From an optimization exercise on the open Yosys and OpenROAD flow, aimed at small area; shortcuts taken in it are not production practice. In this exercise RTL edits were held to simulation tests only and were not proved equivalent to the original. Power and IR drop assume default switching activity.

==> flow/design.v <==
module zr_wave0 (
    input  wire [8:0]  k,
    output wire [11:0] q
);
    reg [11:0] tb;
    always @(*) begin
        case (k[8:2])
            7'd0: tb = 12'd0;
            7'd1: tb = 12'd100;
            7'd2: tb = 12'd201;
            7'd3: tb = 12'd301;
            7'd4: tb = 12'd401;
            7'd5: tb = 12'd501;
            7'd6: tb = 12'd601;
            7'd7: tb = 12'd700;
            7'd8: tb = 12'd799;
            7'd9: tb = 12'd897;
            7'd10: tb = 12'd995;
            7'd11: tb = 12'd1092;
            7'd12: tb = 12'd1189;
            7'd13: tb = 12'd1285;
            7'd14: tb = 12'd1380;
            7'd15: tb = 12'd1474;
            7'd16: tb = 12'd1567;
            7'd17: tb = 12'd1659;
            7'd18: tb = 12'd1751;
            7'd19: tb = 12'd1841;
            7'd20: tb = 12'd1930;
            7'd21: tb = 12'd2018;
            7'd22: tb = 12'd2105;
            7'd23: tb = 12'd2191;
            7'd24: tb = 12'd2275;
            7'd25: tb = 12'd2358;
            7'd26: tb = 12'd2439;
            7'd27: tb = 12'd2519;
            7'd28: tb = 12'd2598;
            7'd29: tb = 12'd2675;
            7'd30: tb = 12'd2750;
            7'd31: tb = 12'd2824;
            7'd32: tb = 12'd2896;
            7'd33: tb = 12'd2966;
            7'd34: tb = 12'd3034;
            7'd35: tb = 12'd3101;
            7'd36: tb = 12'd3165;
            7'd37: tb = 12'd3228;
            7'd38: tb = 12'd3289;
            7'd39: tb = 12'd3348;
            7'd40: tb = 12'd3405;
            7'd41: tb = 12'd3460;
            7'd42: tb = 12'd3512;
            7'd43: tb = 12'd3563;
            7'd44: tb = 12'd3611;
            7'd45: tb = 12'd3658;
            7'd46: tb = 12'd3702;
            7'd47: tb = 12'd3744;
            7'd48: tb = 12'd3783;
            7'd49: tb = 12'd3821;
            7'd50: tb = 12'd3856;
            7'd51: tb = 12'd3888;
            7'd52: tb = 12'd3919;
            7'd53: tb = 12'd3947;
            7'd54: tb = 12'd3972;
            7'd55: tb = 12'd3996;
            7'd56: tb = 12'd4016;
            7'd57: tb = 12'd4035;
            7'd58: tb = 12'd4051;
            7'd59: tb = 12'd4064;
            7'd60: tb = 12'd4075;
            7'd61: tb = 12'd4084;
            7'd62: tb = 12'd4090;
            7'd63: tb = 12'd4094;
            7'd64: tb = 12'd4095;
            default: tb = 12'd0;
        endcase
    end
    reg [6:0] td;
    always @(*) begin
        case (k[8:2])
            7'd0: td = 7'd100;
            7'd1: td = 7'd101;
            7'd2: td = 7'd100;
            7'd3: td = 7'd100;
            7'd4: td = 7'd100;
            7'd5: td = 7'd100;
            7'd6: td = 7'd99;
            7'd7: td = 7'd99;
            7'd8: td = 7'd98;
            7'd9: td = 7'd98;
            7'd10: td = 7'd97;
            7'd11: td = 7'd97;
            7'd12: td = 7'd96;
            7'd13: td = 7'd95;
            7'd14: td = 7'd94;
            7'd15: td = 7'd93;
            7'd16: td = 7'd92;
            7'd17: td = 7'd92;
            7'd18: td = 7'd90;
            7'd19: td = 7'd89;
            7'd20: td = 7'd88;
            7'd21: td = 7'd87;
            7'd22: td = 7'd86;
            7'd23: td = 7'd84;
            7'd24: td = 7'd83;
            7'd25: td = 7'd81;
            7'd26: td = 7'd80;
            7'd27: td = 7'd79;
            7'd28: td = 7'd77;
            7'd29: td = 7'd75;
            7'd30: td = 7'd74;
            7'd31: td = 7'd72;
            7'd32: td = 7'd70;
            7'd33: td = 7'd68;
            7'd34: td = 7'd67;
            7'd35: td = 7'd64;
            7'd36: td = 7'd63;
            7'd37: td = 7'd61;
            7'd38: td = 7'd59;
            7'd39: td = 7'd57;
            7'd40: td = 7'd55;
            7'd41: td = 7'd52;
            7'd42: td = 7'd51;
            7'd43: td = 7'd48;
            7'd44: td = 7'd47;
            7'd45: td = 7'd44;
            7'd46: td = 7'd42;
            7'd47: td = 7'd39;
            7'd48: td = 7'd38;
            7'd49: td = 7'd35;
            7'd50: td = 7'd32;
            7'd51: td = 7'd31;
            7'd52: td = 7'd28;
            7'd53: td = 7'd25;
            7'd54: td = 7'd24;
            7'd55: td = 7'd20;
            7'd56: td = 7'd19;
            7'd57: td = 7'd16;
            7'd58: td = 7'd13;
            7'd59: td = 7'd11;
            7'd60: td = 7'd9;
            7'd61: td = 7'd6;
            7'd62: td = 7'd4;
            7'd63: td = 7'd1;
            7'd64: td = 7'd0;
            default: td = 7'd0;
        endcase
    end
    reg tr;
    always @(*) begin
        case (k)
            9'd5: tr = 1'b1;
            9'd6: tr = 1'b1;
            9'd7: tr = 1'b1;
            9'd25: tr = 1'b1;
            9'd26: tr = 1'b1;
            9'd29: tr = 1'b1;
            9'd30: tr = 1'b1;
            9'd33: tr = 1'b1;
            9'd35: tr = 1'b1;
            9'd37: tr = 1'b1;
            9'd39: tr = 1'b1;
            9'd42: tr = 1'b1;
            9'd43: tr = 1'b1;
            9'd46: tr = 1'b1;
            9'd47: tr = 1'b1;
            9'd62: tr = 1'b1;
            9'd63: tr = 1'b1;
            9'd73: tr = 1'b1;
            9'd75: tr = 1'b1;
            9'd77: tr = 1'b1;
            9'd78: tr = 1'b1;
            9'd79: tr = 1'b1;
            9'd82: tr = 1'b1;
            9'd83: tr = 1'b1;
            9'd85: tr = 1'b1;
            9'd86: tr = 1'b1;
            9'd87: tr = 1'b1;
            9'd89: tr = 1'b1;
            9'd91: tr = 1'b1;
            9'd97: tr = 1'b1;
            9'd98: tr = 1'b1;
            9'd102: tr = 1'b1;
            9'd103: tr = 1'b1;
            9'd105: tr = 1'b1;
            9'd106: tr = 1'b1;
            9'd107: tr = 1'b1;
            9'd109: tr = 1'b1;
            9'd110: tr = 1'b1;
            9'd115: tr = 1'b1;
            9'd117: tr = 1'b1;
            9'd118: tr = 1'b1;
            9'd121: tr = 1'b1;
            9'd137: tr = 1'b1;
            9'd138: tr = 1'b1;
            9'd145: tr = 1'b1;
            9'd146: tr = 1'b1;
            9'd147: tr = 1'b1;
            9'd149: tr = 1'b1;
            9'd150: tr = 1'b1;
            9'd151: tr = 1'b1;
            9'd153: tr = 1'b1;
            9'd154: tr = 1'b1;
            9'd158: tr = 1'b1;
            9'd159: tr = 1'b1;
            9'd161: tr = 1'b1;
            9'd162: tr = 1'b1;
            9'd169: tr = 1'b1;
            9'd170: tr = 1'b1;
            9'd171: tr = 1'b1;
            9'd174: tr = 1'b1;
            9'd175: tr = 1'b1;
            9'd177: tr = 1'b1;
            9'd178: tr = 1'b1;
            9'd185: tr = 1'b1;
            9'd189: tr = 1'b1;
            9'd190: tr = 1'b1;
            9'd191: tr = 1'b1;
            9'd193: tr = 1'b1;
            9'd197: tr = 1'b1;
            9'd205: tr = 1'b1;
            9'd206: tr = 1'b1;
            9'd214: tr = 1'b1;
            9'd215: tr = 1'b1;
            9'd225: tr = 1'b1;
            9'd226: tr = 1'b1;
            9'd234: tr = 1'b1;
            9'd235: tr = 1'b1;
            9'd237: tr = 1'b1;
            9'd238: tr = 1'b1;
            9'd239: tr = 1'b1;
            9'd241: tr = 1'b1;
            9'd242: tr = 1'b1;
            9'd243: tr = 1'b1;
            9'd245: tr = 1'b1;
            9'd247: tr = 1'b1;
            9'd254: tr = 1'b1;
            9'd255: tr = 1'b1;
            default: tr = 1'b0;
        endcase
    end
    wire [8:0] prod = (k[0] ? {2'b00, td} : 9'd0) + (k[1] ? {1'b0, td, 1'b0} : 9'd0);
    assign q = tb + {5'b0, prod[8:2]} + {11'd0, tr};
endmodule
module zr_microseq (
    input  wire        clk,
    input  wire        rst,       
    input  wire        tick,
    input  wire        en,        
    input  wire        halt,      
    input  wire        inv,       
    input  wire [39:0] pos,       
    input  wire [31:0] vel,       
    input  wire [15:0] v1,        
    input  wire [15:0] v2,
    input  wire [15:0] v3,
    input  wire [15:0] v4,
    output reg         done,
    output reg  [2:0]  band,
    output reg  [2:0]  tgt,
    output wire        pend,
    output reg  [9:0]  addr,
    output wire [11:0] mag_a,
    output wire        pol_a,
    output wire [11:0] mag_b,
    output wire        pol_b
);
    reg  [5:0]  cnt;
    reg  [1:0]  st;               
    reg  [38:0] pprev;            
    reg  [11:0] magb;
    wire neg   = vel[31];
    wire go    = tick & en & ~halt;
    wire first = (cnt == 6'd0);
    wire run   = ~first | go;
    wire [5:0] cinc;
    assign cinc[0] = ~cnt[0];
    assign cinc[1] = cnt[1] ^ cnt[0];
    assign cinc[2] = cnt[2] ^ (&cnt[1:0]);
    assign cinc[3] = cnt[3] ^ (&cnt[2:0]);
    assign cinc[4] = cnt[4] ^ (&cnt[3:0]);
    assign cinc[5] = cnt[5] ^ (&cnt[4:0]);
    wire c6    = (cnt == 6'd6);
    wire c44   = (cnt == 6'd44);
    wire c45   = (cnt == 6'd45);
    wire c48   = (cnt == 6'd48);
    wire cap   = (cnt == 6'd58);
    wire ph_x  = ((cnt[5:4] == 2'b00) & (cnt[3] | (cnt[2] & cnt[1]))) | (cnt[5:4] == 2'b01) |
                 ((cnt[5:4] == 2'b10) & ~(cnt[3] & cnt[2] & cnt[1]));   
    wire ph_a  = (cnt[5:4] == 2'b11) & (~cnt[3] | (cnt[3:1] == 3'b100));  
    wire ph_1  = (cnt[5:4] == 2'b00) & ~(cnt[3] & cnt[2]);         
    wire ph_2  = ((cnt[5:4] == 2'b00) & cnt[3] & cnt[2]) | (cnt[5:4] == 2'b01) |
                 ((cnt[5:4] == 2'b10) & ~(cnt[3] & cnt[2] & cnt[1]));   
    wire ph_2u = ph_2 & ((cnt[5:4] != 2'b10) | (cnt[3:2] == 2'b00) |
                         (cnt[3:0] == 4'b0100) | (cnt[3:0] == 4'b0101) |
                         (cnt[3:0] == 4'b0110) | (cnt[3:0] == 4'b0111)) &
             ~((cnt[5:4] == 2'b10) & cnt[2]);                       
    reg pbit;
    integer pi;
    always @(*) begin
        pbit = 1'b0;
        for (pi = 0; pi < 39; pi = pi + 1)
            pbit = pbit | (pos[pi] & ((cnt == pi + 6) | ((pi < 10) && (cnt == pi + 48))));
    end
    wire [3:0] jj  = cnt[3:0];
    wire       offb = (ph_a ? (jj == 4'd0) : c6) & neg |
                      (ph_a ? (jj == 4'd7) : (cnt == 6'd13));
    reg        ba, bb, gt;
    reg  [4:1] tk;
    wire       clr  = c6 | c48;
    wire       ba0  = ba & ~clr;
    wire       bb0  = bb & ~clr;
    wire       gt0  = gt & ~clr;
    wire       pb   = pprev[0];
    wire       abit = c45 ? ba : (pbit ^ offb ^ ba0);
    wire       bbit = c45 ? bb : (pb ^ offb ^ bb0);
    wire       ba_n = c44 ? (pbit | ba0) : ((~pbit & (offb | ba0)) | (offb & ba0));
    wire       bb_n = c44 ? (pb | bb0)   : ((~pb & (offb | bb0)) | (offb & bb0));
    wire       dif  = abit ^ bbit;
    wire       gt_n = dif ? (c45 ? bbit : abit) : gt0;
    wire [4:1] tk0  = tk & {4{~c6}};
    wire [4:1] tk_n;
    assign tk_n[1] = tk0[1] | (dif & (cnt >= 6'd8));
    assign tk_n[2] = tk0[2] | (dif & (cnt >= 6'd10));
    assign tk_n[3] = tk0[3] | (dif & (cnt >= 6'd12));
    assign tk_n[4] = tk0[4] | (dif & (cnt >= 6'd14));
    reg        lt2k, eq2k;
    always @(*) begin
        case (band)
            3'd1:    begin lt2k = (jj[3:1] == 3'd0);  eq2k = (jj == 4'd2); end
            3'd2:    begin lt2k = (jj[3:2] == 2'd0);  eq2k = (jj == 4'd4); end
            3'd3:    begin lt2k = (jj[3:2] == 2'd0) | (jj[3:1] == 3'd2); eq2k = (jj == 4'd6); end
            3'd4:    begin lt2k = ~jj[3];             eq2k = (jj == 4'd8); end
            default: begin lt2k = 1'b0;               eq2k = (jj == 4'd0); end
        endcase
    end
    wire       mbit = ~lt2k & abit;
    wire       addb = (jj == 4'd7) | (neg & eq2k);
    wire       gbit = mbit ^ addb ^ bb0;
    wire       gcy  = (mbit & addb) | (mbit & bb0) | (addb & bb0);
    wire       obit = gbit ^ (inv & gt0);
    reg  [1:0] vp;
    integer vi;
    always @(*) begin
        vp = 2'b00;
        for (vi = 0; vi < 12; vi = vi + 1)
            vp = vp | (vel[2*vi +: 2] & {2{(cnt == vi) || ((cnt >> 1) == vi + 6)}});
    end
    wire [1:0] up2  = vp ^ {2{neg}};
    wire       ubit = ph_2u & (cnt[0] ? up2[1] : up2[0]);
    reg  [2:0] racc;
    wire [2:0] rprev = first ? {2'b00, neg} : racc;
    reg  [2:0] rnext;
    wire [1:0] rin  = up2 & {2{ph_1}};
    wire [4:0] rsum = {1'b0, rprev, 1'b0} + {3'b000, rin[0], 1'b0} + {2'b00, rin[1], 2'b00};
    always @(*) begin
        case (rsum)
            5'd0: rnext = 3'd0;
            5'd1: rnext = 3'd1;
            5'd2: rnext = 3'd2;
            5'd3: rnext = 3'd3;
            5'd4: rnext = 3'd4;
            5'd5: rnext = 3'd5;
            5'd6: rnext = 3'd6;
            5'd7: rnext = 3'd0;
            5'd8: rnext = 3'd1;
            5'd9: rnext = 3'd2;
            5'd10: rnext = 3'd3;
            5'd11: rnext = 3'd4;
            5'd12: rnext = 3'd5;
            5'd13: rnext = 3'd6;
            5'd14: rnext = 3'd0;
            5'd15: rnext = 3'd1;
            5'd16: rnext = 3'd2;
            5'd17: rnext = 3'd3;
            5'd18: rnext = 3'd4;
            default: rnext = 3'bxxx;
        endcase
    end
    reg        cb;        
    reg        kb;        
    always @(*) begin
        case (cnt)
            6'd12: cb = ~neg;           
            6'd13: cb = neg;
            6'd14: cb = ~neg;
            6'd15: cb = neg;
            6'd16: cb = ~neg;
            6'd17: cb = 1'b1;
            6'd18: cb = neg;
            6'd22: cb = ~neg;
            6'd23: cb = 1'b1;
            6'd24: cb = neg;
            default: cb = 1'b0;
        endcase
    end
    always @(*) begin
        case ({cnt, racc})
            {6'd12, 3'd0}: kb = 1'b1;
            {6'd12, 3'd2}: kb = 1'b1;
            {6'd12, 3'd4}: kb = 1'b1;
            {6'd12, 3'd6}: kb = 1'b1;
            {6'd13, 3'd2}: kb = 1'b1;
            {6'd13, 3'd3}: kb = 1'b1;
            {6'd13, 3'd4}: kb = 1'b1;
            {6'd13, 3'd5}: kb = 1'b1;
            {6'd14, 3'd0}: kb = 1'b1;
            {6'd14, 3'd1}: kb = 1'b1;
            {6'd14, 3'd5}: kb = 1'b1;
            {6'd14, 3'd6}: kb = 1'b1;
            {6'd15, 3'd1}: kb = 1'b1;
            {6'd15, 3'd2}: kb = 1'b1;
            {6'd15, 3'd4}: kb = 1'b1;
            {6'd15, 3'd5}: kb = 1'b1;
            {6'd16, 3'd0}: kb = 1'b1;
            {6'd16, 3'd3}: kb = 1'b1;
            {6'd16, 3'd4}: kb = 1'b1;
            {6'd16, 3'd5}: kb = 1'b1;
            {6'd16, 3'd6}: kb = 1'b1;
            {6'd17, 3'd0}: kb = 1'b1;
            {6'd17, 3'd3}: kb = 1'b1;
            {6'd17, 3'd4}: kb = 1'b1;
            {6'd17, 3'd6}: kb = 1'b1;
            {6'd18, 3'd1}: kb = 1'b1;
            {6'd18, 3'd3}: kb = 1'b1;
            {6'd18, 3'd6}: kb = 1'b1;
            {6'd19, 3'd4}: kb = 1'b1;
            {6'd19, 3'd6}: kb = 1'b1;
            {6'd20, 3'd2}: kb = 1'b1;
            {6'd20, 3'd3}: kb = 1'b1;
            {6'd20, 3'd6}: kb = 1'b1;
            {6'd22, 3'd0}: kb = 1'b1;
            {6'd22, 3'd1}: kb = 1'b1;
            {6'd22, 3'd4}: kb = 1'b1;
            {6'd22, 3'd5}: kb = 1'b1;
            {6'd23, 3'd0}: kb = 1'b1;
            {6'd23, 3'd2}: kb = 1'b1;
            {6'd23, 3'd4}: kb = 1'b1;
            {6'd23, 3'd6}: kb = 1'b1;
            {6'd24, 3'd1}: kb = 1'b1;
            {6'd24, 3'd3}: kb = 1'b1;
            {6'd24, 3'd4}: kb = 1'b1;
            {6'd24, 3'd6}: kb = 1'b1;
            {6'd25, 3'd1}: kb = 1'b1;
            {6'd25, 3'd4}: kb = 1'b1;
            {6'd25, 3'd6}: kb = 1'b1;
            {6'd26, 3'd3}: kb = 1'b1;
            {6'd26, 3'd6}: kb = 1'b1;
            default: kb = 1'b0;
        endcase
    end
    reg  [10:0] dl;               
    reg  [2:0]  mc;
    wire [3:0]  msum = ubit + dl[1] + dl[3] + dl[4] + dl[9] + dl[10] + cb + mc;
    wire        xr   = msum[0];
    reg  [2:0]  pd;
    reg         kc, pbw;
    wire        xs   = pd[2] ^ kb ^ kc;
    wire        kc_n = (pd[2] & kb) | (pd[2] & kc) | (kb & kc);
    wire        pbit2 = xs ^ xr ^ pbw;
    wire        pbw_n = (~xs & (xr | pbw)) | (xr & pbw);
    reg         seen;
    wire        seen_n = ph_2 & (seen | ubit);
    wire        hi   = ph_2 & cinc[5];
    wire [3:0]  vix  = cinc[3:0];
    wire [4:1]  vb   = {hi & v4[vix], hi & v3[vix], hi & v2[vix], hi & v1[vix]};
    reg  [4:1]  trk;
    wire [4:1]  trk_n;
    wire [4:1]  useu = {~band[2], ~band[2] & ~(band[1] & band[0]), ~band[2] & ~band[1], band == 3'd0};
    genvar gi;
    generate for (gi = 1; gi <= 4; gi = gi + 1) begin : g_trk
        wire x = useu[gi] ? xr : xs;
        assign trk_n[gi] = ph_2 & ((x ^ vb[gi]) ? x : trk[gi]);
    end endgenerate
    wire        sat   = neg ? ~&vel[30:22] : |vel[30:22];
    wire [4:1]  never = {v4[15], v3[15], v2[15], v1[15]};
    wire [4:1]  cmp   = ~never & ({4{sat}} | trk_n);
    wire [4:1]  reach = cmp;
    wire [4:1]  stay  = cmp;
    wire        vzero = ~neg & ~sat & ~seen_n;
    reg  [2:0]  tgt_c;
    reg         upw;
    always @(*) begin
        upw = 1'b0;
        case (band)
            3'd0: begin
                upw = reach[1];
                tgt_c = reach[4] ? 3'd4 : reach[3] ? 3'd3 : reach[2] ? 3'd2 : reach[1] ? 3'd1 : 3'd0;
            end
            3'd1: begin
                upw = reach[2];
                tgt_c = reach[4] ? 3'd4 : reach[3] ? 3'd3 : reach[2] ? 3'd2 : stay[1] ? 3'd1 : 3'd0;
            end
            3'd2: begin
                upw = reach[3];
                tgt_c = reach[4] ? 3'd4 : reach[3] ? 3'd3 : stay[2] ? 3'd2 : stay[1] ? 3'd1 : 3'd0;
            end
            3'd3: begin
                upw = reach[4];
                tgt_c = reach[4] ? 3'd4 : stay[3] ? 3'd3 : stay[2] ? 3'd2 : stay[1] ? 3'd1 : 3'd0;
            end
            default: begin
                tgt_c = stay[4] ? 3'd4 : stay[3] ? 3'd3 : stay[2] ? 3'd2 : stay[1] ? 3'd1 : 3'd0;
            end
        endcase
    end
    wire [2:0] coarse  = upw ? tgt_c : band;
    reg        tkc;
    always @(*) begin
        case (coarse)
            3'd1:    tkc = tk_n[1];
            3'd2:    tkc = tk_n[2];
            3'd3:    tkc = tk_n[3];
            default: tkc = tk_n[4];
        endcase
    end
    wire       chg     = (tgt_c != band);
    wire       crossed = tkc & (gt_n ^ neg);
    wire [2:0] band_n  = (chg & crossed) ? tgt_c : band;
    wire       restart = ~st[1] | vzero | (st[0] ^ neg);
    always @(posedge clk) begin
        dl   <= {dl[9:0], ubit};
        mc   <= ph_2 ? msum[3:1] : 3'd0;
        pd   <= {pd[1:0], ph_2 & pbit2};
        kc   <= ph_2 & kc_n;
        pbw  <= ph_2 & pbw_n;
        trk  <= trk_n;
        seen <= seen_n;
        racc <= rnext;
        if (rst) begin
            done <= 1'b0;
            cnt  <= 6'd0;
            st   <= 2'd0;
            band <= 3'd0;
            tgt  <= 3'd0;
        end else begin
            done <= cap | (first & tick & ~go);
            if (first & tick & ~go) begin
                st   <= 2'd0;
                band <= 3'd0;
                tgt  <= 3'd0;
                end
            cnt <= (cap | ~run) ? 6'd0 : cinc;
            if (c45) begin
                if (restart) begin
                    band <= 3'd0;
                    tgt  <= 3'd0;
                            st   <= (~|st | vzero) ? 2'd1 : {1'b1, neg};
                end else begin
                    band <= band_n;
                    tgt  <= tgt_c;
                end
            end
        end
        ba <= ba_n;
        bb <= ph_a ? gcy : bb_n;
        gt <= ph_a ? (gt0 | gbit) : gt_n;
        tk <= tk_n;
        if (ph_x & ~c45) pprev <= {pbit, pprev[38:1]};
        if (ph_a) addr <= {obit, addr[9:1]};
        if (cap) magb <= qv;
    end
    wire        qsel = addr[8] ^ cap;
    wire [7:0]  u8   = addr[7:0];
    wire [8:0]  kk;
    assign kk[0] = u8[0];
    genvar ki;
    generate for (ki = 1; ki < 8; ki = ki + 1) begin : g_neg
        assign kk[ki] = u8[ki] ^ (qsel & |u8[ki-1:0]);
    end endgenerate
    assign kk[8] = qsel & ~|u8;
    wire [11:0] qv;
    zr_wave0 u_tab (.k(kk), .q(qv));
    assign mag_a = qv;
    assign pol_a = addr[9];
    assign mag_b = magb;
    assign pol_b = addr[9] ^ addr[8];
    assign pend  = (tgt != band);
endmodule
==> flow/flow/run.sh <==
#!/bin/bash
# The standard layout with three changes, none of which touches the registers:
#  1. after the standard synthesis, its combinational cells are mapped again by ABC with an
#     area script (flow/area.abc); the registers keep their cells and names;
#  2. each cell is then swapped for the smallest cell of its family (the clock period leaves
#     tens of ns of slack; repair_design still fixes slew and load after placement);
#  3. the port buffers are the smallest buffer cell.
set -euo pipefail
export BUFFER_PORTS_ARGS="-buffer_cell sky130_fd_sc_hd__buf_1"
PLAT=$FLOW_HOME/platforms/$FLOW_PLATFORM
LIB=$PLAT/lib/sky130_fd_sc_hd__tt_025C_1v80.lib
RES=orfs/results/$FLOW_PLATFORM/zr_microseq/base
YOSYS=${YOSYS_EXE:-$(command -v yosys || echo /OpenROAD-flow-scripts/tools/install/yosys/bin/yosys)}

bash standard.sh synth > standard_synth.log 2>&1
cp $RES/1_2_yosys.v standard_synth_netlist.v

python3 flow/cellmap.py $LIB cellmap.v > cellmap.log 2>&1
DU=$(python3 - "$PLAT/config.mk" <<'PY'
import re, sys
t = open(sys.argv[1]).read().replace('\\\n', ' ')
cells = []
for m in re.finditer(r'^export\s+DONT_USE_CELLS\s*\+?=\s*(.*)$', t, re.M):
    cells += m.group(1).split()
print(' '.join('-dont_use ' + c for c in cells))
PY
)
cat > resyn.ys <<EOY
read_liberty -lib $LIB
read_verilog standard_synth_netlist.v
hierarchy -top $FLOW_TOP
techmap -map cellmap.v
techmap
opt -purge
abc -liberty $LIB $DU -script flow/area.abc
opt_clean -purge
hilomap -singleton -hicell sky130_fd_sc_hd__conb_1 HI -locell sky130_fd_sc_hd__conb_1 LO
stat -liberty $LIB
check -assert -mapped
write_verilog -noattr -nohex -nodec resyn_netlist.v
EOY
$YOSYS -s resyn.ys > resyn.log 2>&1
python3 flow/downsize.py resyn_netlist.v $LIB $PLAT/config.mk > downsize.log 2>&1
cp resyn_netlist.v $RES/1_2_yosys.v
bash standard.sh > standard_flow.log 2>&1
==> flow/flow/area.abc <==
strash
&get -n
&deepsyn -T 90
&put
strash
&get -n
&deepsyn -T 90 -S 5
&put
strash
&get -n
&deepsyn -T 90 -S 9
&dch -f
&nf -a -p -F 50 -A 50 -R 200 -C 32
&put
==> flow/flow/cellmap.py <==
#!/usr/bin/env python3
"""Write a Yosys techmap file that replaces each combinational cell of a liberty file by
its logic function, so a mapped netlist can be mapped again. Cells with a ff, latch or
statetable group (the registers) are left out and stay as they are."""
import re, sys
lib = open(sys.argv[1]).read()

def block(text, start):
    depth, i = 1, start
    while depth:
        c = text[i]
        if c == '{':
            depth += 1
        elif c == '}':
            depth -= 1
        i += 1
    return text[start:i]

def conv(f):
    f = f.replace('!', '~').replace('+', '|').replace('*', '&')
    return re.sub(r'(\w|\))\s+(?=[\w~(])', r'\1 & ', f)

out = []
for m in re.finditer(r'\n\s*cell\s*\(\s*"?(\w+)"?\s*\)\s*\{', lib):
    name, body = m.group(1), block(lib, m.end())
    if re.search(r'\b(ff|latch|statetable)\s*\(', body):
        continue
    pins = []
    for pm in re.finditer(r'\n\s*pin\s*\(\s*"?(\w+)"?\s*\)\s*\{', body):
        pb = block(body, pm.end())
        d = re.search(r'direction\s*:\s*"?(\w+)"?', pb)
        f = re.search(r'function\s*:\s*"([^"]*)"', pb)
        pins.append((pm.group(1), d.group(1) if d else None, f.group(1) if f else None))
    outs = [p for p in pins if p[1] == 'output']
    ins = [p for p in pins if p[1] == 'input']
    if not outs or any(p[2] is None for p in outs):
        continue
    s = f"module {name}({', '.join(p[0] for p in ins + outs)});\n"
    s += ''.join(f"  input {p[0]};\n" for p in ins)
    s += ''.join(f"  output {p[0]};\n  assign {p[0]} = {conv(p[2])};\n" for p in outs)
    out.append(s + "endmodule\n")
open(sys.argv[2], 'w').write(''.join(out))
==> flow/flow/downsize.py <==
#!/usr/bin/env python3
"""Swap each standard cell in a Yosys netlist for the smallest-area cell of the same
family (same name up to the drive-strength suffix, hence the same pins and function)."""
import re, sys
netlist, lib, cfg = sys.argv[1], sys.argv[2], sys.argv[3]
# the platform's don't-use cells, from its config.mk
text = open(cfg).read().replace('\\\n', ' ')
dont_use = set()
for m in re.finditer(r'^export\s+DONT_USE_CELLS\s*\+?=\s*(.*)$', text, re.M):
    dont_use.update(m.group(1).split())
area, cur = {}, None
for line in open(lib):
    m = re.match(r'\s*cell\s*\(\s*"?(\w+)"?\s*\)', line)
    if m:
        cur = m.group(1)
    m = re.match(r'\s*area\s*:\s*([\d.]+)', line)
    if m and cur and cur not in area:
        area[cur] = float(m.group(1))
fam = {}
for c, a in area.items():
    m = re.match(r'(sky130_fd_sc_hd__\w+?)_(\d+)$', c)
    if m and c not in dont_use:
        fam.setdefault(m.group(1), []).append((a, c))
best = {}
for f, lst in fam.items():
    lst.sort()
    for a, c in lst:
        best[c] = lst[0][1] if lst[0][0] < a else c
src = open(netlist).read()
n = 0
def sub(m):
    global n
    c = m.group(2)
    b = best.get(c, c)
    if b != c:
        n += 1
    return m.group(1) + b + m.group(3)
src = re.sub(r'^(\s*)(sky130_fd_sc_hd__\w+)(\s)', sub, src, flags=re.M)
open(netlist, 'w').write(src)
print(f"downsized {n} cells")
==> flow/standard.sh <==
#!/bin/bash
# synth_recipe.tcl (not shown) runs the flow's synth.tcl, then flattens the netlist and writes it again
# the make line also repeats each setting of config.mk as NAME=value (left out here)
make -C /OpenROAD-flow-scripts/flow DESIGN_CONFIG=/design/flow/config.mk WORK_HOME=/design/flow/orfs CLKGATE_MAP_FILE= SYNTH_SCRIPT=/design/flow/synth_recipe.tcl "${@:-finish}"
==> flow/config.mk <==
export PLATFORM = sky130hd
export DESIGN_NAME = zr_microseq
export DESIGN_NICKNAME = zr_microseq
export VERILOG_FILES = /design/flow/design.v
export SDC_FILE = /design/flow/constraint.sdc
export NUM_CORES = 4
export LEC_CHECK = 0
export ABC_AREA = 1
export CAP_MARGIN = 20
export CORE_MARGIN = 2
export CORE_UTILIZATION = 45
export CTS_BUF_LIST = sky130_fd_sc_hd__clkbuf_8
export CTS_CLUSTER_DIAMETER = 25
export CTS_CLUSTER_SIZE = 8
export GPL_TIMING_DRIVEN = 0
export SLEW_MARGIN = 20
export SYNTH_MEMORY_MAX_BITS = 16384
==> flow/constraint.sdc <==
create_clock -name core_clock -period 50.0 [get_ports {clk}]
set_input_delay 10.0000 -clock core_clock [delete_from_list [all_inputs] [get_ports {clk}]]
set_output_delay 10.0000 -clock core_clock [all_outputs]
set_load 0.01 [all_outputs]
==> metrics.md, run 1 <==
| Metric | Value |
|---|---|
| Status | no timing/DRC/antenna violations |
| Fraction of layout cells with a size suffix above 1 | 2.81% |
| CP Launch Point | cnt[0] |
| Sequential Power Share | 58.0% |
| Initial antenna violation count | 0 |
| CP max FO | 18 |
| Worst r2r path cells | 30 |
| Post-Syn Area | 7040 um2 |
| WS Path Type | flop to primary output |
| Crit path to | mag_a[11] |
| Routed Antenna Nets | 0 |
| Tmin final | 20510 ps |
| Total track usage | 28.3% |
| Core area | 15300 um2 |
| Max cap viols | 0 |
| Family with the most delay on the worst path | simple AND/OR/NAND/NOR gates |
| Met3 usage | 4.42% |
| Clk pwr share | 32.6% |
| Slowest-stage cell, CP | a2111oi_0 |
| Fill count | 1503 |
| Critical path startpoint category | flop |
| Antenna diodes | 0 |
| Most used cell, CP | nor2_1 |
| Nets | 1168 |
| Post-Syn Area per Cell | 8.50 um2 |
| Relative slew slack | 27.7% |
| I/O Pins | 186 |
| Met1 Use GR | 36.1% |
| Die ar. | 16700 um2 |
| Clk slew on worst S/H paths | 110 ps |
| Postcts setup bufs | 0 |
| Die Width | 129 um |
| Setup TNS | 0 ps |
| Total grt overflow | 0 |
| CP arrival | 10510 ps |
| Final count of negative-setup-slack endpoints | 0 |
| Post-Syn Instances | 828 |
| Sink Count | 110 |
| CP Buf/Inv Count | 2 |
| Vias post-DR | 7691 |
| CP peak stage delay | 840 ps |
| HP Class | flop to flop |
| # rows | 45 |
| Worst-Margin Slew | 1080 ps |
| GRT busiest layer | met2 |
| Peak supply drop | 0.0142 mV |
| Clock root cell | clkbuf_8 |
| Clock latency (worst-skew pair) | 390 ps |
| Avg WL per Cell | 19.1 um |
| Final Max Tran Viols | 0 |
| DRC | 0 |
| Vias per cell | 6.19 |
| Pre-Repair DR Iteration Count | 8 |
| Worst Skew | 19.7 ps |
| Worst R2R End | magb[10] |
| R2R Path Start | cnt[0] |
| Psw | 44.6 uW |
| Util after Layout | 54.7% |
| GP Congestion | 0.967 |
| Post-CTS Hold Buffers | 0 |
| Starting Density | 46.2% |
| Internal power | 123 uW |
| Post_cts resized | 0 |
| TritonCTS clock tree | built |
| Largest net degree at the start of global routing | 24 |
| Commonest non-fill, non-tap cell in the layout | buf_1 |
| First-pass GRT wire length | 36700 um |
| Sw Ratio | 26.7% |
| Number of global-route vias before repair | 6958 |
| Warnings from Yosys | 2 |
| PD cells | 20.1 nW/um2 |
| Final hold viol count | 0 |
| Routing usage on met2 | 46.3% |
| Detailed Route Iter0 Violations | 972 |
| Die Y-Extent | 129 um |
| P_leak | 0.00271 uW |
| Levels on crit path | 32 |
| Final Cycle Share | 41.0% |
| IO Port Bufs | 184 |
| CP required | 40000 ps |
| F_max | 0.0488 GHz |
| Most frequent cells in the layout | buf_1 (184), nor2_1 (111), nand2_1 (99) |
| Clock Path Buffers | 2 |
| Reg2Reg Setup Slack | 39830 ps |
| Comb pwr share | 9.4% |
| CP endpoint kind | primary output |
| RSZ-0062 raised after global routing | false |
| Layout area overhead | 18.5% |
| DRT Wirelength | 23800 um |
| H-tree depth | 3 |
| TritonCTS Buffers | 9 |
| Syn nets | 970 |
| Post-DP HPWL | 17900 um |
## stage by stage
stage	instance area (um2)	power, uW	hold WS (ps)	setup slack, ps	cells
final	8340	167	336	29490	1242
after global routing	8340	174	343	28610	1242
after CTS	8330	170	339	29640	1242
after detailed placement	8120	115	312	30120	1226
after global placement	8000	115	311	29520	1223
after floorplan	7040	107	310	32350	828
## worst min path at each step
stage | start | end | slack [ps] | cells past startpoint
detailed placement | pd[1] | pd[2] | 310 | 0
CTS | dl[0] | dl[1] | 340 | 0
global placement | dl[0] | dl[1] | 310 | 0
floorplan | dl[0] | dl[1] | 310 | 0
global route | dl[8] | dl[9] | 340 | 0
finish | dl[8] | dl[9] | 340 | 0
## power by group through the flow
stage                     logic [uW]  registers (uW)  clock network (uW)
final                           15.8            97.1                54.5
after global routing            17.5            97.4                59.4
after CTS                       15.7            97.1                56.9
after detailed placement        15.6            99.2                   0
after global placement          15.5            99.2                   0
after floorplan                 8.72            98.7                   0
## per-layer routing
layer	wire length (um)	share of wire, %	vias up
met3	1900	8.0	80
met1	9560	40	3516
met5	0	0	-
li1	-	-	3624
met4	1190	5.0	0
met2	11100	47	471
## state kept, by name, indices dropped and copies added, names as in the netlist, 2 cells and up
register  flops
tk            4
band          3
pprev        39
mc            3
tgt           3
st            2
trk           4
pd            3
magb         12
dl           11
addr         10
cnt           6
racc          3
## layout make-up
class                      instances  area (um2)  area share (%)
clock buffer                       9         124            1.48
clock inverter                     7        86.3            1.03
inverter                          17        63.8           0.765
multi-input combinational        701        4250            50.9
sequential                       110        2810            33.7
tap                              211         264            3.16
timing repair buffer             187         744            8.92
==> inputs of run 2 (changes only) <==
--- a/flow/config.mk
+++ b/flow/config.mk
@@ -10,8 +10,8 @@
 export CORE_MARGIN = 2
 export CORE_UTILIZATION = 45
 export CTS_BUF_LIST = sky130_fd_sc_hd__clkbuf_8
-export CTS_CLUSTER_DIAMETER = 25
-export CTS_CLUSTER_SIZE = 8
+export CTS_CLUSTER_DIAMETER = 20
+export CTS_CLUSTER_SIZE = 6
 export GPL_TIMING_DRIVEN = 0
 export SLEW_MARGIN = 20
 export SYNTH_MEMORY_MAX_BITS = 16384
==> metrics.md, run 2 <==
| Metric | Value |
|---|---|
| Clock root cell | clkbuf_8 |
| Total grt overflow | 0 |
| RSZ-0062 raised after global routing | false |
| Max FFs per register | 39 |
| Max cap viols | 0 |
| Peak supply drop | 0.0142 mV |
| Post-Syn Instances | 828 |
| Status | no timing/DRC/antenna violations |
| DP Area | 8120 um2 |
| Core area | 15300 um2 |
| HP Class | flop to flop |
| PD cells | 20.1 nW/um2 |
| TritonCTS clock tree | built |
| Post-route cell area | 8340 um2 |
| Post-Syn Area per Cell | 8.50 um2 |
| Number of global-route vias before repair | 6958 |
| Fraction of layout cells with a size suffix above 1 | 2.81% |
| Syn nets | 970 |
| CP peak stage delay | 840 ps |
| Final count of negative-setup-slack endpoints | 0 |
| Final Cycle Share | 41.0% |
| First-pass GRT wire length | 36700 um |
| Starting Density | 46.2% |
| Most used cell, CP | nor2_1 |
| Pre-Repair DR Iteration Count | 8 |
| Post-Syn Area | 7040 um2 |
| Slowest-stage cell, CP | a2111oi_0 |
| Vias post-DR | 7691 |
| Post-CTS Hold Buffers | 0 |
| Post-DP HPWL | 17900 um |
| Tmin final | 20510 ps |
| Warnings from Yosys | 2 |
| Most frequent cells in the layout | buf_1 (184), nor2_1 (111), nand2_1 (99) |
| Worst Skew | 19.7 ps |
| Commonest non-fill, non-tap cell in the layout | buf_1 |
| Final WS setup | 29490 ps |
| GP Congestion | 0.967 |
| Biggest registers after layout | pprev (39), magb (12), dl (11) |
| Die ar. | 16700 um2 |
| CP max FO | 18 |
| Postcts setup bufs | 0 |
| CP required | 40000 ps |
| Clock Path Buffers | 2 |
| Avg WL per Cell | 19.1 um |
| Die Width | 129 um |
| H-tree depth | 3 |
| CP arrival | 10510 ps |
| Initial antenna violation count | 0 |
| Nets | 1168 |
| Layout area overhead | 18.5% |
| DRC | 0 |
| I/O Pins | 186 |
| Antenna diodes | 0 |
| Final hold viol count | 0 |
| Pre-CTS WS | 30120 ps |
| # rows | 45 |
| TritonCTS Buffers | 9 |
| Final Max Tran Viols | 0 |
| Top reg by flops | pprev |
| Critical path startpoint category | flop |
| Die Y-Extent | 129 um |
| Clock latency (worst-skew pair) | 390 ps |
| Tot Pwr | 167 uW |
| Largest net degree at the start of global routing | 24 |
| Detailed Route Iter0 Violations | 972 |
| WS Path Type | flop to primary output |
| DRT Wirelength | 23800 um |
| IO Port Bufs | 184 |
| F_max | 0.0488 GHz |
| Routed Antenna Nets | 0 |
| CP endpoint kind | primary output |
| P_leak | 0.00271 uW |
| Sink Count | 110 |
| Clk slew on worst S/H paths | 110 ps |
| Util after Layout | 54.7% |
| Worst-Margin Slew | 1080 ps |
| Setup TNS | 0 ps |
| Relative slew slack | 27.7% |
| Vias per cell | 6.19 |
| Total track usage | 28.3% |
| Post_cts resized | 0 |
## run 2: layer usage
layer  GRT usage (%)  vias up  share of wire, %
li1                -     3624                 -
met1            36.1     3516                40
met2            46.3      471                47
met3            4.42       80               8.0
met4            15.5        0               5.0
met5               0        -                 0
## run 2: path summary, 6_finish.rpt
path | from | to | slack [ps] | cells past startpoint
worst max-delay path | cnt[0] | mag_a[11] | 29490 | 32
worst min-delay path | dl[8] | dl[9] | 340 | 0
worst max register to register | cnt[0] | magb[10] | 39830 | 30
worst min register to register | dl[8] | dl[9] | 340 | 0
## run 2: cell type report
class	instances	area [um2]
Timing Repair Buffer	187	744
Tap cell	211	264
Multi-Input combinational cell	701	4250
Clock inverter	7	86.3
Fill cell	1503	6920
Sequential cell	110	2810
Inverter	17	63.8
Clock buffer	9	124
## run 2: power by group
group	internal [uW]	leakage (uW)	switching, uW
registers	95.3	0.000945	1.85
clock network	20.4	0.000105	34.1
logic	7.09	0.00166	8.70
## run 2: metrics by stage
stage / instances / hold slack (ps)
2_1_floorplan: 828 / 310
3_3_place_gp: 1223 / 311
3_5_place_dp: 1226 / 312
4_1_cts: 1242 / 339
5_1_grt: 1242 / 343
6_report: 1242 / 336
## run 2: critical path, delay by kind of cell, from the launching register on
kind | cells | cell delay (ps)
flip-flops | 1 | 700
AO/OA/AOI/OAI | 5 | 1700
buffers and inverters | 2 | 740
adder cells (fa/ha/maj) | 2 | 640
AND/OR/NAND/NOR | 16 | 3820
XOR/XNOR | 7 | 2500
==> inputs of run 3 (changes only) <==
--- a/flow/config.mk
+++ b/flow/config.mk
@@ -9,9 +9,9 @@
 export CAP_MARGIN = 20
 export CORE_MARGIN = 2
 export CORE_UTILIZATION = 45
-export CTS_BUF_LIST = sky130_fd_sc_hd__clkbuf_8
-export CTS_CLUSTER_DIAMETER = 20
-export CTS_CLUSTER_SIZE = 6
+export CTS_BUF_LIST = sky130_fd_sc_hd__clkbuf_16
+export CTS_CLUSTER_DIAMETER = 100
+export CTS_CLUSTER_SIZE = 30
 export GPL_TIMING_DRIVEN = 0
 export SLEW_MARGIN = 20
 export SYNTH_MEMORY_MAX_BITS = 16384
==> metrics.md, run 3 <==
| Metric | Value |
|---|---|
| Family with the most delay on the worst path | simple AND/OR/NAND/NOR gates |
| Setup TNS | 0 ps |
| GP Congestion | 0.967 |
| Uppermost layer routed | met4 |
| Multi-input logic area | 4250 um2 |
| Post-DP HPWL | 17900 um |
| Commonest non-fill, non-tap cell in the layout | buf_1 |
| CP required | 40000 ps |
| DRC | 0 |
| CP Buf/Inv Count | 2 |
| Sw Ratio | 25.4% |
| Worst-Margin Slew | 1070 ps |
| Initial antenna violation count | 0 |
| Status | no timing/DRC/antenna violations |
| CP endpoint kind | primary output |
| WL met1 | 9680 um |
| CP max FO | 18 |
| WS Path Type | flop to primary output |
| # rows | 45 |
| Biggest registers after layout | pprev (39), magb (12), dl (11) |
| Max cap viols | 0 |
| Total grt overflow | 0 |
| Fill count | 1492 |
| Die Y-Extent | 129 um |
| Fraction of layout cells with a size suffix above 1 | 2.81% |
| F_max | 0.0491 GHz |
| Sequential Power Share | 52.3% |
| Final Max Tran Viols | 0 |
| TritonCTS clock tree | built |
| Clock root cell | clkbuf_16 |
| Nets | 1168 |
| Post-Syn Area per Cell | 8.50 um2 |
| Slowest-stage cell, CP | a2111oi_0 |
| Post-CTS Hold Buffers | 0 |
| I/O Pins | 186 |
| Starting Density | 46.2% |
| IO Port Bufs | 184 |
| Clk pwr share | 39.2% |
| Top reg by flops | pprev |
| First-pass GRT wire length | 36800 um |
| Pre-Repair DR Iteration Count | 8 |
| Number of global-route vias before repair | 6958 |
| Vias post-DR | 7691 |
| Clk slew on worst S/H paths | 70 ps |
| Total track usage | 28.4% |
| Final count of negative-setup-slack endpoints | 0 |
| Core area | 15300 um2 |
| Psw | 47.3 uW |
| Layout area overhead | 19.9% |
| Clock Path Buffers | 2 |
| Die ar. | 16700 um2 |
| P_leak | 0.00275 uW |
| Routed Antenna Nets | 0 |
| HP Class | flop to flop |
| Detailed Route Iter0 Violations | 1121 |
| RSZ-0062 raised after global routing | false |
| Antenna diodes | 0 |
| PD cells | 22.0 nW/um2 |
| Internal power | 139 uW |
| CP arrival | 10370 ps |
| Routed met3 length | 1840 um |
| Die Width | 129 um |
| Post-Syn Instances | 828 |
| DRT Wirelength | 23800 um |
| Post_cts resized | 0 |
| Post-Syn Area | 7040 um2 |
| Vias per cell | 6.19 |
| Peak supply drop | 0.0144 mV |
| Clock latency (worst-skew pair) | 360 ps |
| Avg WL per Cell | 19.1 um |
| H-tree depth | 3 |
| Tot Pwr | 186 uW |
| Worst Skew | 15.0 ps |
| Reg area | 2810 um2 |
| TritonCTS Buffers | 9 |
| Max FFs per register | 39 |
| CP peak stage delay | 820 ps |
| Relative slew slack | 28.3% |
| Final hold viol count | 0 |
| Sink Count | 110 |
| DR WL met2 | 11100 um |
| Final Cycle Share | 40.7% |
| Tmin final | 20370 ps |
| Largest net degree at the start of global routing | 24 |
| Warnings from Yosys | 2 |
| Most used cell, CP | nor2_1 |
| Comb pwr share | 8.5% |
| Syn nets | 970 |
| Critical path startpoint category | flop |
| Postcts setup bufs | 0 |
| Most frequent cells in the layout | buf_1 (184), nor2_1 (111), nand2_1 (99) |
==> run 3: cell types whose count changed in the layout (fill, tap and decap cells not counted) <==
cell       change
clkbuf_16      +9
clkbuf_8       -9
==> run 3: area by class of cell <==
type                            instances  share of cell area [%]
Tap cell                              211                    3.13
Inverter                               17                   0.756
Multi-Input combinational cell        701                    50.3
Timing Repair Buffer                  187                    8.82
Clock buffer                            9                    2.67
Clock inverter                          7                    1.02
Sequential cell                       110                    33.3
==> run 3: worst paths after layout <==
| path | slack [ps] | cells after the start | startpoint | to |
|---|---|---|---|---|
| hold / removal | 330 | 0 | dl[8] | dl[9] |
| setup reg to reg | 39930 | 30 | cnt[0] | magb[10] |
| hold reg to reg | 330 | 0 | dl[8] | dl[9] |
| setup / recovery | 29630 | 32 | cnt[0] | mag_a[11] |
==> run 3: through the flow <==
stage	utilization (%)	worst slack, ps	std cells	area [um2]	hold WS [ps]
after floorplan	-	32350	828	7040	310
after global placement	52.4	29520	1223	8000	311
after detailed placement	53.2	30120	1226	8120	312
after CTS	55.3	29710	1242	8440	330
after global routing	55.3	28650	1242	8440	335
final	55.3	29630	1242	8440	329
==> run 3: worst register-to-register path, delay by kind of cell (launching register included) <==
family | cells | cell delay [ps]
AOI/OAI and AO/OA | 5 | 1680
buffers and inverters | 1 | 550
and+or+nand+nor | 14 | 3610
adders and majority gates | 2 | 640
DFF | 1 | 700
xor gates and xnor gates | 8 | 2600
==> run 3: power groups by stage <==
stage	sequential, uW	combinational, uW	clock [uW]
6_report	97.2	15.8	72.8
3_3_place_gp	99.2	15.5	0
2_1_floorplan	98.7	8.72	0
3_5_place_dp	99.2	15.6	0
4_1_cts	97.0	15.7	74.9
5_1_grt	97.3	17.5	77.9
==> run 3: layer usage <==
layer	up-vias	global-route usage [%]
li1	3627	-
met1	3535	36.4
met2	458	46.1
met3	71	4.79
met4	0	15.3
met5	-	0
==> inputs of run 4 (changes only) <==
==> flow/flow/area.abc (replaced) <==
strash
&get -n
&deepsyn -T 90
&put
strash
&get -n
&deepsyn -T 90 -S 5
&put
strash
&get -n
&deepsyn -T 90 -S 9
&put
strash
&get -n
&deepsyn -T 90 -S 13
&put
strash
&get -n
&deepsyn -T 90 -S 21
&dch -f
&nf -a -p -F 50 -A 50 -R 200 -C 32
&put
--- a/flow/config.mk
+++ b/flow/config.mk
@@ -8,10 +8,10 @@
 export ABC_AREA = 1
 export CAP_MARGIN = 20
 export CORE_MARGIN = 2
-export CORE_UTILIZATION = 45
-export CTS_BUF_LIST = sky130_fd_sc_hd__clkbuf_16
-export CTS_CLUSTER_DIAMETER = 100
-export CTS_CLUSTER_SIZE = 30
+export CORE_UTILIZATION = 52
+export CTS_BUF_LIST = sky130_fd_sc_hd__clkbuf_8
+export CTS_CLUSTER_DIAMETER = 25
+export CTS_CLUSTER_SIZE = 8
 export GPL_TIMING_DRIVEN = 0
 export SLEW_MARGIN = 20
 export SYNTH_MEMORY_MAX_BITS = 16384
==> metrics.md, run 4 <==
| Metric | Value |
|---|---|
| Die ar. | 14500 um2 |
| Avg WL per Cell | 19.2 um |
| Vias per cell | 6.43 |
| DRC | 0 |
| Relative slew slack | 22.2% |
| Sink Count | 110 |
| DP Area | 8100 um2 |
| Post-DP HPWL | 17700 um |
| I/O Pins | 186 |
| TritonCTS Buffers | 9 |
| TritonCTS clock tree | built |
| Max FFs per register | 39 |
| Post-CTS Hold Buffers | 0 |
| IO Port Bufs | 184 |
| Family with the most delay on the worst path | simple AND/OR/NAND/NOR gates |
| Clock root cell | clkbuf_8 |
| Final count of negative-setup-slack endpoints | 0 |
| CP max FO | 18 |
| CP arrival | 10100 ps |
| Final Cycle Share | 40.2% |
| Postcts setup bufs | 0 |
| Syn nets | 970 |
| Peak supply drop | 0.0138 mV |
| Post-route cell area | 8310 um2 |
| P_leak | 0.00272 uW |
| WS Path Type | flop to primary output |
| Final Max Tran Viols | 0 |
| Tot Pwr | 168 uW |
| Most used cell, CP | nor2_1 |
| Starting Density | 53.2% |
| Post-Syn Area per Cell | 8.50 um2 |
| Clock Path Buffers | 2 |
| CP required | 40000 ps |
| Largest net degree at the start of global routing | 26 |
| Tmin final | 20100 ps |
| Post-Syn Instances | 828 |
| CP endpoint kind | primary output |
| Routed Antenna Nets | 0 |
| Slowest-stage cell, CP | a2111oi_0 |
| Layout area overhead | 18.1% |
| PD cells | 20.2 nW/um2 |
| DRT Wirelength | 23200 um |
| Warnings from Yosys | 2 |
| CP Buf/Inv Count | 2 |
| Max cap viols | 0 |
| Clock latency (worst-skew pair) | 380 ps |
| # rows | 42 |
| Total track usage | 31.7% |
| Vias post-DR | 7769 |
| Setup TNS | 0 ps |
| Status | no timing/DRC/antenna violations |
| Core area | 13200 um2 |
| F_max | 0.0498 GHz |
| Die Y-Extent | 120 um |
| HP Class | flop to flop |
| RSZ-0062 raised after global routing | false |
| Worst Skew | 18.7 ps |
| Post_cts resized | 0 |
| Antenna diodes | 0 |
| Die Width | 120 um |
| Critical path startpoint category | flop |
| Commonest non-fill, non-tap cell in the layout | buf_1 |
| Worst-Margin Slew | 1160 ps |
| GP Congestion | 0.987 |
| Post-Syn Area | 7040 um2 |
| Nets | 1170 |
| CP peak stage delay | 740 ps |
| Detailed Route Iter0 Violations | 969 |
| Initial antenna violation count | 0 |
| Most frequent cells in the layout | buf_1 (184), nor2_1 (111), nand2_1 (99) |
| Top reg by flops | pprev |
| Fraction of layout cells with a size suffix above 1 | 3.00% |
| Clk slew on worst S/H paths | 120 ps |
| First-pass GRT wire length | 36600 um |
| Pre-Repair DR Iteration Count | 8 |
| Total grt overflow | 0 |
| Biggest registers after layout | pprev (39), magb (12), dl (11) |
| Final hold viol count | 0 |
| Number of global-route vias before repair | 7316 |
| Reg2Reg Setup Slack | 40250 ps |
| H-tree depth | 3 |
==> run 4: cell count changes in the layout (fill, tap and decap cells not counted), sizes merged <==
cell | previous run | this run
buf | 187 | 189
==> run 4: per-layer routing <==
layer	track usage, %	part of all wire [%]	vias to the layer above	wire [um]
li1	-	-	3622	-
met1	38.9	39	3562	9020
met2	54.2	48	503	11000
met3	4.06	8.6	82	2000
met4	17.2	4.9	0	1130
met5	0	0	-	0
==> run 4: worst paths after layout <==
path | from | endpoint | cells after the start
min reg2reg | pd[1] | pd[2] | 0
max | cnt[0] | mag_a[11] | 32
min | pd[1] | pd[2] | 0
max reg2reg | cnt[0] | magb[10] | 30
==> run 4: layout make-up <==
cell class / count / area, um2
Inverter: 17 / 63.8
Multi-Input combinational cell: 701 / 4240
Sequential cell: 110 / 2810
Tap cell: 176 / 220
Fill cell: 1221 / 4930
Clock inverter: 7 / 91.3
Timing Repair Buffer: 189 / 763
Clock buffer: 9 / 124
==> run 4: worst reg2reg max path: cells and delay by family (launching register included) <==
kind            cells  cell delay (ps)
compound gates      5             1550
xor+xnor            8             2590
fa+ha+maj           2              640
buf+inv             1              500
flops               1              700
simple gates       14             3470
==> run 4: report_power, final <==
group | switching (uW) | internal, uW | total [uW]
registers | 1.83 | 95.3 | 97.1
clock network | 35.0 | 20.6 | 55.6
logic | 8.39 | 7.09 | 15.5
total | 45.2 | 123 | 168
==> run 4: through the flow <==
step	hold slack, ps	instances	setup slack, ps	utilization, %
finish	326	1209	29900	62.8
floorplan	310	828	32350	-
global placement	311	1188	30090	60.1
CTS	330	1209	30070	62.8
global route	327	1209	29160	62.8
detailed placement	314	1193	30510	61.2
==> inputs of run 5 (changes only) <==
==> flow/flow/area.abc (replaced) <==
strash
&get -n
&deepsyn -T 90
&put
strash
&get -n
&deepsyn -T 90 -S 5
&put
strash
&get -n
&deepsyn -T 90 -S 9
&dch -f
&nf -a -p -F 50 -A 50 -R 200 -C 32
&put
--- a/flow/config.mk
+++ b/flow/config.mk
@@ -6,12 +6,12 @@
 export NUM_CORES = 4
 export LEC_CHECK = 0
 export ABC_AREA = 1
-export CAP_MARGIN = 20
+export CAP_MARGIN = 10
 export CORE_MARGIN = 2
-export CORE_UTILIZATION = 52
+export CORE_UTILIZATION = 45
 export CTS_BUF_LIST = sky130_fd_sc_hd__clkbuf_8
 export CTS_CLUSTER_DIAMETER = 25
 export CTS_CLUSTER_SIZE = 8
 export GPL_TIMING_DRIVEN = 0
-export SLEW_MARGIN = 20
+export SLEW_MARGIN = 10
 export SYNTH_MEMORY_MAX_BITS = 16384
==> metrics.md, run 5 <==
| Metric | Value |
|---|---|
| Status | no timing/DRC/antenna violations |
| Clock latency (worst-skew pair) | 400 ps |
| Die Width | 129 um |
| # rows | 45 |
| Critical path startpoint category | flop |
| Post-CTS Hold Buffers | 0 |
| Warnings from Yosys | 2 |
| Number of global-route vias before repair | 6974 |
| Worst-Margin Slew | 1290 ps |
| DRC | 0 |
| WS Path Type | flop to primary output |
| Pre-Repair DR Iteration Count | 9 |
| IO Port Bufs | 184 |
| Fraction of layout cells with a size suffix above 1 | 2.81% |
| DRT Wirelength | 24000 um |
| Most used cell, CP | nor2_1 |
| Top reg by flops | pprev |
| Relative slew slack | 14.3% |
| Psw | 46.2 uW |
| Post-Syn Area per Cell | 8.50 um2 |
| CP required | 40000 ps |
| F_max | 0.0490 GHz |
| Slowest-stage cell, CP | xnor2_1 |
| Commonest non-fill, non-tap cell in the layout | buf_1 |
| Final count of negative-setup-slack endpoints | 0 |
| Max FFs per register | 39 |
| Comb pwr share | 9.3% |
| Avg WL per Cell | 19.3 um |
| Sequential Power Share | 57.5% |
| CP peak stage delay | 780 ps |
| Internal power | 123 uW |
| Vias per cell | 6.21 |
| Detailed Route Iter0 Violations | 951 |
| Post_cts resized | 0 |
| Post-DP HPWL | 18100 um |
| Initial antenna violation count | 0 |
| Die ar. | 16700 um2 |
| Starting Density | 46.2% |
| Tmin final | 20390 ps |
| HP Class | flop to flop |
| Clk slew on worst S/H paths | 110 ps |
| P_leak | 0.00271 uW |
| Biggest registers after layout | pprev (39), magb (12), dl (11) |
| Syn nets | 970 |
| Total track usage | 28.5% |
| Final hold viol count | 0 |
| Layout area overhead | 18.4% |
| Clock root cell | clkbuf_8 |
| GP Congestion | 0.967 |
| Clock Path Buffers | 2 |
| Pre-CTS WS | 30100 ps |
| Vias post-DR | 7721 |
| TritonCTS clock tree | built |
| Sw Ratio | 27.3% |
| Final Max Tran Viols | 0 |
| Peak supply drop | 0.0125 mV |
| Clk pwr share | 33.2% |
| Post-Syn Area | 7040 um2 |
| I/O Pins | 186 |
| Setup TNS | 0 ps |
| Worst Skew | 17.3 ps |
| First-pass GRT wire length | 37100 um |
| Final WS setup | 29610 ps |
| Routed Antenna Nets | 0 |
| Largest net degree at the start of global routing | 24 |
| Post-Syn Instances | 828 |
| Postcts setup bufs | 0 |
| CP Buf/Inv Count | 2 |
| Nets | 1169 |
| PD cells | 20.3 nW/um2 |
| Total grt overflow | 0 |
| RSZ-0062 raised after global routing | false |
| Antenna diodes | 0 |
| CP arrival | 10390 ps |
| Sink Count | 110 |
| Max cap viols | 0 |
| CP endpoint kind | primary output |
| Die Y-Extent | 129 um |
| CP max FO | 18 |
| H-tree depth | 3 |
| Most frequent cells in the layout | buf_1 (184), nor2_1 (111), nand2_1 (99) |
| TritonCTS Buffers | 9 |
| Core area | 15300 um2 |
| Family with the most delay on the worst path | simple AND/OR/NAND/NOR gates |
| Final Cycle Share | 40.8% |
-- run 5: cell type report --
| type | count | area (um2) |
|---|---|---|
| Fill cell | 1494 | 6920 |
| Inverter | 17 | 63.8 |
| Multi-Input combinational cell | 701 | 4230 |
| Clock buffer | 9 | 124 |
| Clock inverter | 7 | 86.3 |
| Timing Repair Buffer | 188 | 756 |
| Tap cell | 211 | 264 |
| Sequential cell | 110 | 2810 |
-- run 5: path summary, 6_finish.rpt --
path / startpoint / end / slack [ps] / cells after the start
worst min register to register: dl[7] / dl[8] / 340 / 0
worst max-delay path: cnt[0] / mag_a[11] / 29610 / 32
worst max register to register: cnt[0] / magb[10] / 39960 / 30
worst min-delay path: dl[7] / dl[8] / 340 / 0
-- run 5: stage by stage --
stage / cell area (um2) / hold slack, ps / power (uW) / util [%] / cells
after floorplan: 7040 / 310 / 107 / - / 828
after global placement: 8000 / 311 / 115 / 52.4 / 1223
after detailed placement: 8130 / 312 / 115 / 53.3 / 1227
after CTS: 8340 / 339 / 171 / 54.6 / 1243
after global routing: 8340 / 345 / 176 / 54.6 / 1243
final: 8340 / 337 / 169 / 54.6 / 1243
-- run 5: power by group through the flow --
stage               Combinational (uW)  Sequential [uW]  Clock (uW)
CTS                               15.7             97.1        58.2
detailed placement                15.6             99.2           0
global placement                  15.5             99.2           0
finish                            15.8             97.2        56.1
global route                      17.5             97.4        61.0
floorplan                         8.72             98.7           0
-- run 5: per-layer routing --
layer	track usage, %	up-vias	routed length (um)
met5	0	-	0
met4	13.2	0	1060
met3	4.00	74	1760
met2	48.2	465	11400
met1	36.3	3555	9870
li1	-	3627	-
-- run 5: worst reg2reg max path, delay by kind of cell, from the launching register on --
family	cells	cell delay, ps
xor gates and xnor gates	8	2610
and+or+nand+nor	14	3650
AOI/OAI and AO/OA	5	1620
DFF	1	710
buffers and inverters	1	540
adders and majority gates	2	640

[what the ideal ports hide]
The flow's constraints put no driver on any port. The routed layouts listed below were extracted and timed again, unchanged, in two steps. Step 1: set_driving_cell puts a clkbuf_16 on clk and a buf_2 on each other input, an assumption about the parent block. Step 2 also shifts input and output timing later by t, the mid clock arrival at the registers, as if the neighbouring blocks saw the same clock. a / b / c = no drivers / after step 1 / after step 2; a / b = the first two.
run	t (ns)	setup WS [ns]	worst register clock-pin slew, ns	worst data-port slew with drivers (ns)
run 1	0.417	29.490 / 29.451 / 29.868	0.13 / 0.13	0.06
run 2	0.417	29.490 / 29.451 / 29.868	0.13 / 0.13	0.06
run 3	0.399	29.632 / 29.587 / 29.986	0.09 / 0.09	0.06
run 4	0.415	29.901 / 29.861 / 30.276	0.12 / 0.12	0.05
run 5	0.429	29.606 / 29.567 / 29.997	0.13 / 0.13	0.06
After both steps setup and hold are still met in every run listed.
